Background: an optimization exercise with open tools, aiming at small area, a short achievable clock period and few clock cycles per item. Do not read the settings as production practice. Function was checked by simulation only, so behaviour that the tests miss may differ from the original. Power is estimated from default activity; no workload was simulated.

==> build 43 <==
Design de_sha2_core, start of the top module:
module de_sha2_core (
    input  wire         clk,
    input  wire         rst,           
    input  wire         in_valid,
    output wire         in_ready,
    input  wire [31:0]  in_data,
    input  wire         in_last,       
    input  wire         in_mode,       
    output wire         out_valid,
    input  wire         out_ready,
    output wire [255:0] out_digest
);
==> flow/config.mk <==
export PLATFORM = sky130hd
export DESIGN_NAME = de_sha2_core
export DESIGN_NICKNAME = de_sha2_core
export VERILOG_FILES = /design/flow/design.v
export SDC_FILE = /design/flow/constraint.sdc
export NUM_CORES = 4
export LEC_CHECK = 0
export ABC_AREA = 1
export CAP_MARGIN = 20
export CORE_MARGIN = 2
export CORE_UTILIZATION = 64
export CTS_BUF_LIST = sky130_fd_sc_hd__clkbuf_16
export CTS_CLUSTER_DIAMETER = 75
export CTS_CLUSTER_SIZE = 32
export PLACE_DENSITY = 0.76
export SETUP_SLACK_MARGIN = 5.0
export SLEW_MARGIN = 20
export SYNTH_HIERARCHICAL = 1
export SYNTH_MINIMUM_KEEP_SIZE = 0
==> flow/constraint.sdc <==
create_clock -name core_clock -period 10.0 [get_ports {clk}]
set_input_delay 2.0000 -clock core_clock [delete_from_list [all_inputs] [get_ports {clk}]]
set_output_delay 2.0000 -clock core_clock [all_outputs]
set_load 0.01 [all_outputs]
standard.sh (not shown) runs the stock make flow with config.mk's settings and CLKGATE_MAP_FILE= SYNTH_SCRIPT=/design/flow/synth_recipe.tcl, a recipe that flattens the netlist after the stock synthesis.
==> flow/flow/run.sh <==
#!/bin/bash
# Layout flow: the standard ORFS layout (standard.sh, unchanged synthesis,
# floorplan, power grid, placement, CTS and routing) with two settings passed
# to ORFS through its own environment variables:
#  - the port buffers that ORFS inserts on every input and output use
#    sky130_fd_sc_hd__buf_1 instead of the cell buffer_ports picks by default;
#  - clock tree synthesis runs with the same options as the standard flow
#    (sink clustering, clock net repair, clkbuf_16, clusters of at most 32
#    sinks within 75 um) but without dummy loads.
# Every tool's output goes to standard.log here; ORFS also keeps its per-step
# logs under orfs/logs.
set -euo pipefail
cd "$(dirname "$0")/.."
export BUFFER_PORTS_ARGS="-buffer_cell sky130_fd_sc_hd__buf_1"
export CTS_ARGS="-sink_clustering_enable -repair_clock_nets -sink_clustering_size 32 -sink_clustering_max_diameter 75 -buf_list sky130_fd_sc_hd__clkbuf_16 -dont_use_dummy_load"
bash standard.sh > standard.log 2>&1
==> inputs of trial 25, as changes to build 43 <==
--- a/flow/design.v
+++ b/flow/design.v
@@ -80,41 +80,47 @@
         input m; input [1:0] p;
         case ({m, p})
             3'b000: iv_e = 32'h5be0cd19; 3'b001: iv_e = 32'h1f83d9ab;
             3'b010: iv_e = 32'h9b05688c; 3'b011: iv_e = 32'h510e527f;
             3'b100: iv_e = 32'hbefa4fa4; 3'b101: iv_e = 32'h64f98fa7;
             3'b110: iv_e = 32'h68581511; default: iv_e = 32'hffc00b31;
         endcase
     endfunction
+    function [31:0] fa_s;
+        input [31:0] x, y, z;
+        fa_s = x ^ y ^ z;
+    endfunction
+    function [31:0] fa_c;
+        input [31:0] x, y, z;
+        fa_c = {((x[30:0] & y[30:0]) | (x[30:0] & z[30:0]) | (y[30:0] & z[30:0])), 1'b0};
+    endfunction
     wire [31:0] big_s0 = {a[1:0], a[31:2]} ^ {a[12:0], a[31:13]} ^ {a[21:0], a[31:22]};
     wire [31:0] big_s1 = {e[5:0], e[31:6]} ^ {e[10:0], e[31:11]} ^ {e[24:0], e[31:25]};
     wire [31:0] ch     = (e & f) ^ (~e & g);
     wire [31:0] maj    = (a & b) ^ (a & c) ^ (b & c);
-    wire [31:0] m_s, m_c;
-    csa32 u_m_s (.x(big_s1), .y(ch), .z(zs), .s(m_s), .c(m_c));
-    wire [31:0] n_s, n_c;
-    csa32 u_n_s (.x(big_s0), .y(maj), .z(zc), .s(n_s), .c(n_c));
-    wire [31:0] a1_s, a1_c;
-    csa32 u_a1_s (.x(m_s), .y(m_c), .z(n_s), .s(a1_s), .c(a1_c));
-    wire [31:0] pa, qa;
-    csa32 u_pa (.x(a1_s), .y(a1_c), .z(n_c), .s(pa), .c(qa));
-    wire [31:0] e1_s, e1_c;
-    csa32 u_e1_s (.x(m_s), .y(m_c), .z(zc), .s(e1_s), .c(e1_c));
-    wire [31:0] pe, qe;
-    csa32 u_pe (.x(e1_s), .y(e1_c), .z(d), .s(pe), .c(qe));
+    wire [31:0] m_s  = fa_s(big_s1, ch, zs);
+    wire [31:0] m_c  = fa_c(big_s1, ch, zs);
+    wire [31:0] n_s  = fa_s(big_s0, maj, zc);
+    wire [31:0] n_c  = fa_c(big_s0, maj, zc);
+    wire [31:0] a1_s = fa_s(m_s, m_c, n_s);
+    wire [31:0] a1_c = fa_c(m_s, m_c, n_s);
+    wire [31:0] pa   = fa_s(a1_s, a1_c, n_c);
+    wire [31:0] qa   = fa_c(a1_s, a1_c, n_c);
+    wire [31:0] e1_s = fa_s(m_s, m_c, zc);
+    wire [31:0] e1_c = fa_c(m_s, m_c, zc);
+    wire [31:0] pe   = fa_s(e1_s, e1_c, d);
+    wire [31:0] qe   = fa_c(e1_s, e1_c, d);
     wire [31:0] w1  = w[1];
     wire [31:0] w14 = w[14];
     wire [31:0] sm_s0 = {w1[6:0], w1[31:7]} ^ {w1[17:0], w1[31:18]} ^ {3'b000, w1[31:3]};
     wire [31:0] sm_s1 = {w14[16:0], w14[31:17]} ^ {w14[18:0], w14[31:19]} ^ {10'b0, w14[31:10]};
-    wire [31:0] u_s, u_c;
-    csa32 u_u_s (.x(sm_s0), .y(w[9]), .z(w[0]), .s(u_s), .c(u_c));
-    wire [31:0] v_s, v_c;
-    csa32 u_v_s (.x(u_s), .y(u_c), .z(sm_s1), .s(v_s), .c(v_c));
-    wire [31:0] w_next = v_s + v_c;
+    wire [31:0] u_s  = fa_s(sm_s0, w[9], w[0]);
+    wire [31:0] u_c  = fa_c(sm_s0, w[9], w[0]);
+    wire [31:0] w_next = fa_s(u_s, u_c, sm_s1) + fa_c(u_s, u_c, sm_s1);
     reg         sel_h;
     reg  [7:0]  iv_en;
     reg  [31:0] xa_iv, xe_iv;
     integer k;
     always @(*) begin
         xa_iv = 32'h0;
         xe_iv = 32'h0;
         for (k = 0; k < 8; k = k + 1) begin
@@ -151,21 +157,19 @@
     wire       op_ivl_n   = !rst && (win_end ? ivl_next : op_ivl);
     wire       cur_first_n = !rst && (go ? nxt_first : cur_first);
     wire       cur_mode_n = !rst && (go ? nxt_mode : cur_mode);
     wire       nxt_mode_n = !rst && ((accept && wj == 5'd0 && !open) ? in_mode : nxt_mode);
     wire       sel_iv_n   = (op_fin_n && cur_first_n) || op_ivl_n;
     wire       iv_m_n     = op_ivl_n ? nxt_mode_n : cur_mode_n;
     wire [5:0] t_n        = (!rst && run_n) ? t + 6'd1 : 6'd0;
     assign kq = kfun(run ? t + 6'd1 : 6'd0);
-    wire [31:0] z_s_n, z_c_n;
-    csa32 u_z (.x(g), .y(kq), .z(w[1]), .s(z_s_n), .c(z_c_n));
     always @(posedge clk) begin
-        zs    <= z_s_n;
-        zc    <= z_c_n;
+        zs    <= fa_s(g, kq, w[1]);
+        zc    <= fa_c(g, kq, w[1]);
         sel_h <= op_fin_n && !cur_first_n;
         for (k = 0; k < 8; k = k + 1)
             iv_en[k] <= sel_iv_n && (q_n == k[1:0]) && (iv_m_n == k[2]);
     end
     always @(posedge clk) begin
         if (rst) begin
             q        <= 2'd0;
             run      <= 1'b0;
@@ -239,15 +243,8 @@
         a <= sum_a;
         e <= sum_e;
         if (op_fin) begin
             h0 <= sum_a;  h1 <= h0;  h2 <= h1;  h3 <= h2;
             h4 <= sum_e;  h5 <= h4;  h6 <= h5;  h7 <= h6;
         end
     end
 endmodule
-module csa32 (
-    input  wire [31:0] x, y, z,
-    output wire [31:0] s, c
-);
-    assign s = x ^ y ^ z;
-    assign c = {((x[30:0] & y[30:0]) | (x[30:0] & z[30:0]) | (y[30:0] & z[30:0])), 1'b0};
-endmodule
==> flow/run.sh (new file) <==
#!/bin/bash
# synth_recipe.tcl (not shown) runs the flow's synth.tcl, then flattens the netlist and writes it again
# the make line also repeats each setting of config.mk as NAME=value (left out here)
make -C /OpenROAD-flow-scripts/flow DESIGN_CONFIG=/design/flow/config.mk WORK_HOME=/design/flow/orfs CLKGATE_MAP_FILE= SYNTH_SCRIPT=/design/flow/synth_recipe.tcl finish
CORE_UTILIZATION = 60   (was 64)
CTS_CLUSTER_DIAMETER = 80   (was 75)
CTS_CLUSTER_SIZE = 30   (was 32)
PLACE_DENSITY = 0.72   (was 0.76)
SYNTH_HIERARCHICAL = unset   (was 1)
SYNTH_MINIMUM_KEEP_SIZE = unset   (was 0)
removed: flow/flow/run.sh
removed: flow/standard.sh
==> comparison <==
- Of build 43 and trial 25, trial 25 has the higher wire length (gap 4.9%, measured against trial 25).
- Between trial 25 and build 43, the lower design area is in build 43 (gap 6.9%, measured against build 43).
- Total power: trial 25 is higher than build 43 (4.7%).
- Between trial 25 and build 43, the lower flip-flop and latch count is in trial 25 (gap 1).
- Build 43 ran to the end with no violations. Trial 25 ran to the end with no violations.
- In trial 25 the non-clock buffer count is higher than in build 43, by 8.
- Against trial 25, the worst hold slack of build 43 is worse by 0.071 ns.
Testbench counts of build 43, summed over its fixed seeds: cycles 66,376, blocks 952.
Testbench counts of trial 25, summed over its fixed seeds: cycles 66,376, blocks 952.

[what the ideal ports hide]
No port has a modelled driver above. Below, the same layouts with a new extraction and two added sets of constraints.
Step 1, drivers: a clkbuf_16 drives clk and a buf_2 each remaining input, both assumed.
Step 2 moves the port delays by t, midway between the first and last clock arrival at a register: inputs arrive t later, outputs are due t later. That takes back most of the time a late clock gives input paths.
Slacks: no drivers / after step 1 / after step 2; pairs: no drivers / after step 1.
| run | shift t [ns] | setup slack, ns | worst setup path at the end | worst register clock-pin slew, ns |
|---|---|---|---|---|
| build 43 | 0.686 | 5.039 / 5.039 / 5.039 | register to register | 0.12 / 0.12 |
| trial 25 | 0.731 | 4.935 / 4.935 / 4.935 | register to register | 0.12 / 0.12 |
After both steps setup and hold are still met in every run listed.
